Context: an optimization exercise on an open-source flow, tuned for small area and a short achievable clock period. The choices shown serve that exercise and are no tape-out recipe. Only simulation tests tie the RTL to the original design; equivalence was not proved. Power figures rest on the tool's default switching activity, not on a simulated workload.

Setup of build 33:
==> flow/design.v (excerpt) <==
module spool_queue (
    input  wire        clk,
    input  wire        rst,          
    input  wire        wr_valid,
    input  wire [63:0] wr_data,
    input  wire        wr_end,       
    output wire        wr_ready,
    input  wire        rd_en,
    output reg         rd_valid,     
    output reg         rd_end,       
    output wire [63:0] rd_data,
    input  wire        op_valid,
    input  wire [1:0]  op_code,      
    input  wire [6:0]  op_k,         
    output reg         op_refused,
    output reg  [5:0]  fill,         
    output reg  [5:0]  pkts,         
    output reg  [5:0]  peak          
);
export LEC_CHECK = 0
export CAP_MARGIN = 20
export CORE_MARGIN = 2
export CORE_UTILIZATION = 40
export CTS_BUF_LIST = sky130_fd_sc_hd__clkbuf_8
export CTS_CLUSTER_DIAMETER = 80
export CTS_CLUSTER_SIZE = 14
export SLEW_MARGIN = 20
export SYNTH_HIERARCHICAL = 1
create_clock -name core_clock -period 30.0 [get_ports {clk}]
standard.sh (not shown) runs the stock make flow with config.mk's settings and CLKGATE_MAP_FILE= SYNTH_SCRIPT=/design/flow/synth_recipe.tcl, a recipe that flattens the netlist after the stock synthesis.
==> flow/flow/run.sh <==
#!/bin/bash
set -euo pipefail
here=$(pwd)
bash standard.sh \
  SETUP_SLACK_MARGIN=17.5 \
  "BUFFER_PORTS_ARGS=-buffer_cell sky130_fd_sc_hd__buf_1" \
  "PRE_FLOORPLAN_TCL=$here/flow/downsize.tcl" \
  finish > make.log 2>&1
==> flow/flow/downsize.tcl <==
# Pre-floorplan hook: the single-gate modules of the RTL (storage hold gates,
# look-up trees, the wr_ready gates) are mapped once each by synthesis, which
# picks a drive-2 cell for some of them; start them all at drive 1 and let
# the later repair steps size up what needs it.
set swaps {
  sky130_fd_sc_hd__a22oi_2 sky130_fd_sc_hd__a22oi_1
  sky130_fd_sc_hd__a21oi_2 sky130_fd_sc_hd__a21oi_1
  sky130_fd_sc_hd__nor3_2  sky130_fd_sc_hd__nor3_1
  sky130_fd_sc_hd__nor3b_2 sky130_fd_sc_hd__nor3b_1
}
set db [ord::get_db]
set n 0
foreach inst [[ord::get_db_block] getInsts] {
  set m [[$inst getMaster] getName]
  if {[dict exists $swaps $m]} {
    $inst swapMaster [$db findMaster [dict get $swaps $m]]
    incr n
  }
}
puts "downsize.tcl: $n instances set to drive 1"
Edits applied to the flow inputs when going from build 33 to build 55:
--- a/flow/design.v
+++ b/flow/design.v
@@ -43,44 +43,44 @@
   wire k_le = |(cl_hot & {kl <= 3'd7, kl <= 3'd6, kl <= 3'd5, kl <= 3'd4,
                           kl <= 3'd3, kl <= 3'd2, kl <= 3'd1, kl == 3'd0});
   assign k_ok = !op_k[6] && (op_k[5:0] != 6'd0) && (k_lt || (k_eq && k_le));
   spool_queue_ready u_ready (
     .op_valid(op_valid), .op_code(op_code), .op_k(op_k), .full(fill[5]),
     .ch_hot(ch_hot), .cl_hot(cl_hot), .wr_ready(wr_ready)
   );
   wire   wr_take  = wr_valid && (!fill[5] || rel_ok);
   wire   wr_mark  = wr_take && wr_end;
   wire [4:0] rel_idx = e_l + op_k[4:0] - 5'd1;
-  wire [4:0] pos_idx = op_code[1] ? rel_idx : e_m;
-  wire [31:0] pos_sel = 32'd1 << pos_idx;
+  wire [31:0] rel_sel = 32'd1 << rel_idx;
+  wire [31:0] adv_sel = 32'd1 << e_m;
   wire [31:0] p_sel   = 32'd1 << ptr_p;
-  wire [4:0]  pos_raw;
+  wire [4:0]  rel_raw, adv_raw;
   wire        e_raw;
   wire [31:0] end_next;    
   genvar c;
   generate
     for (c = 0; c < 5; c = c + 1) begin : pos_col
       wire [31:0] col;
       genvar r;
       for (r = 0; r < 32; r = r + 1) begin : row
         assign col[r] = epos[r][c];
       end
-      sq_mux32 u_pos (.sel(pos_sel), .d(col), .y(pos_raw[c]));
+      sq_mux32 u_rel (.sel(rel_sel), .d(col), .y(rel_raw[c]));
+      sq_mux32 u_adv (.sel(adv_sel), .d(col), .y(adv_raw[c]));
     end
     for (c = 0; c < 32; c = c + 1) begin : end_rot
       assign end_next[c] = mem_end[(c + 1) % 32];
     end
   endgenerate
   sq_mux32 u_ep (.sel(p_sel), .d(end_next), .y(e_raw));
-  wire [4:0] pos     = ~(pos_raw ^ {5{phase}});
-  wire [4:0] rel_pos = pos;    
-  wire [4:0] adv_pos = pos;    
+  wire [4:0] rel_pos = ~(rel_raw ^ {5{phase}});
+  wire [4:0] adv_pos = ~(adv_raw ^ {5{phase}});
   wire       e_p     = ~(e_raw ^ phase);    
   wire [4:0] rel_off = rel_pos + ~ptr_l;              
   wire [5:0] c_lm_next = rel_ok ? c_lm - op_k[5:0] :
                          adv_ok ? c_lm + 6'd1 :
                          is_rr  ? 6'd0 : c_lm;
   wire [5:0] pkts_add = is_rm   ? c_mp :
                         is_rr   ? c_mp + c_lm :
                         rd_take ? {6{e_p}} : 6'd0;       
   wire [5:0] fill_rel  = rel_ok ? fill + {1'b1, ~rel_off} : fill;
   wire [5:0] fill_next = fill_rel + {5'd0, wr_take};
==> results.txt <==
Build 55 ended up with a21oi_2 as its cell type of the slowest stage on the worst timing path; build 33 ended up with a22oi_1.
Going from build 33 to build 55, detailed-routed wire length on met2 has increased; upper clock frequency limit essentially unchanged; average wire per standard cell now larger; power in combinational cells up 8.4%; share of the clock period used by the worst path after layout flat.
There was hardly any difference in final worst hold slack between build 55 and build 33.
Build 33 fits on a die that is smaller than the die of build 55.
Summary: with build 33 as the reference, vertical die dimension in build 55 moved up slightly.
Build 55 reports its start point of the critical path as op_k[2] while build 33 reports op_k[3].

==> what the ideal ports hide <==
No port has a modelled driver above. Below, the same layouts with a new extraction and two added sets of constraints.
Step 1, drivers: a clkbuf_16 drives clk and a buf_2 each remaining input, both assumed.
Step 2 adds t to the input delays and takes it off the output delays; t is the mean of the earliest and latest rising clock arrival at the registers after step 1. Input paths then give back, and output paths get back, about the clock's delay inside the block.
Slacks: ideal ports / drivers / drivers and shift; pairs: ideal ports / drivers.
| run | t, ns | slack for setup (ns) | worst hold slack (ns) | latest minus earliest clock arrival (ns) | slew at the worst register clock pin (ns) |
|---|---|---|---|---|---|
| build 33 | 1.085 | 17.084 / 17.006 / 17.006 | 0.439 / 0.439 / 0.439 | 0.112 / 0.112 | 0.10 / 0.10 |
| build 55 | 1.052 | 17.048 / 16.986 / 16.986 | 0.438 / 0.438 / 0.438 | 0.091 / 0.091 | 0.11 / 0.11 |
After both steps every run listed still meets setup and hold. The setup slack of build 33, which loses most, moves by -0.078 ns with the drivers and by -0.078 ns with both steps.
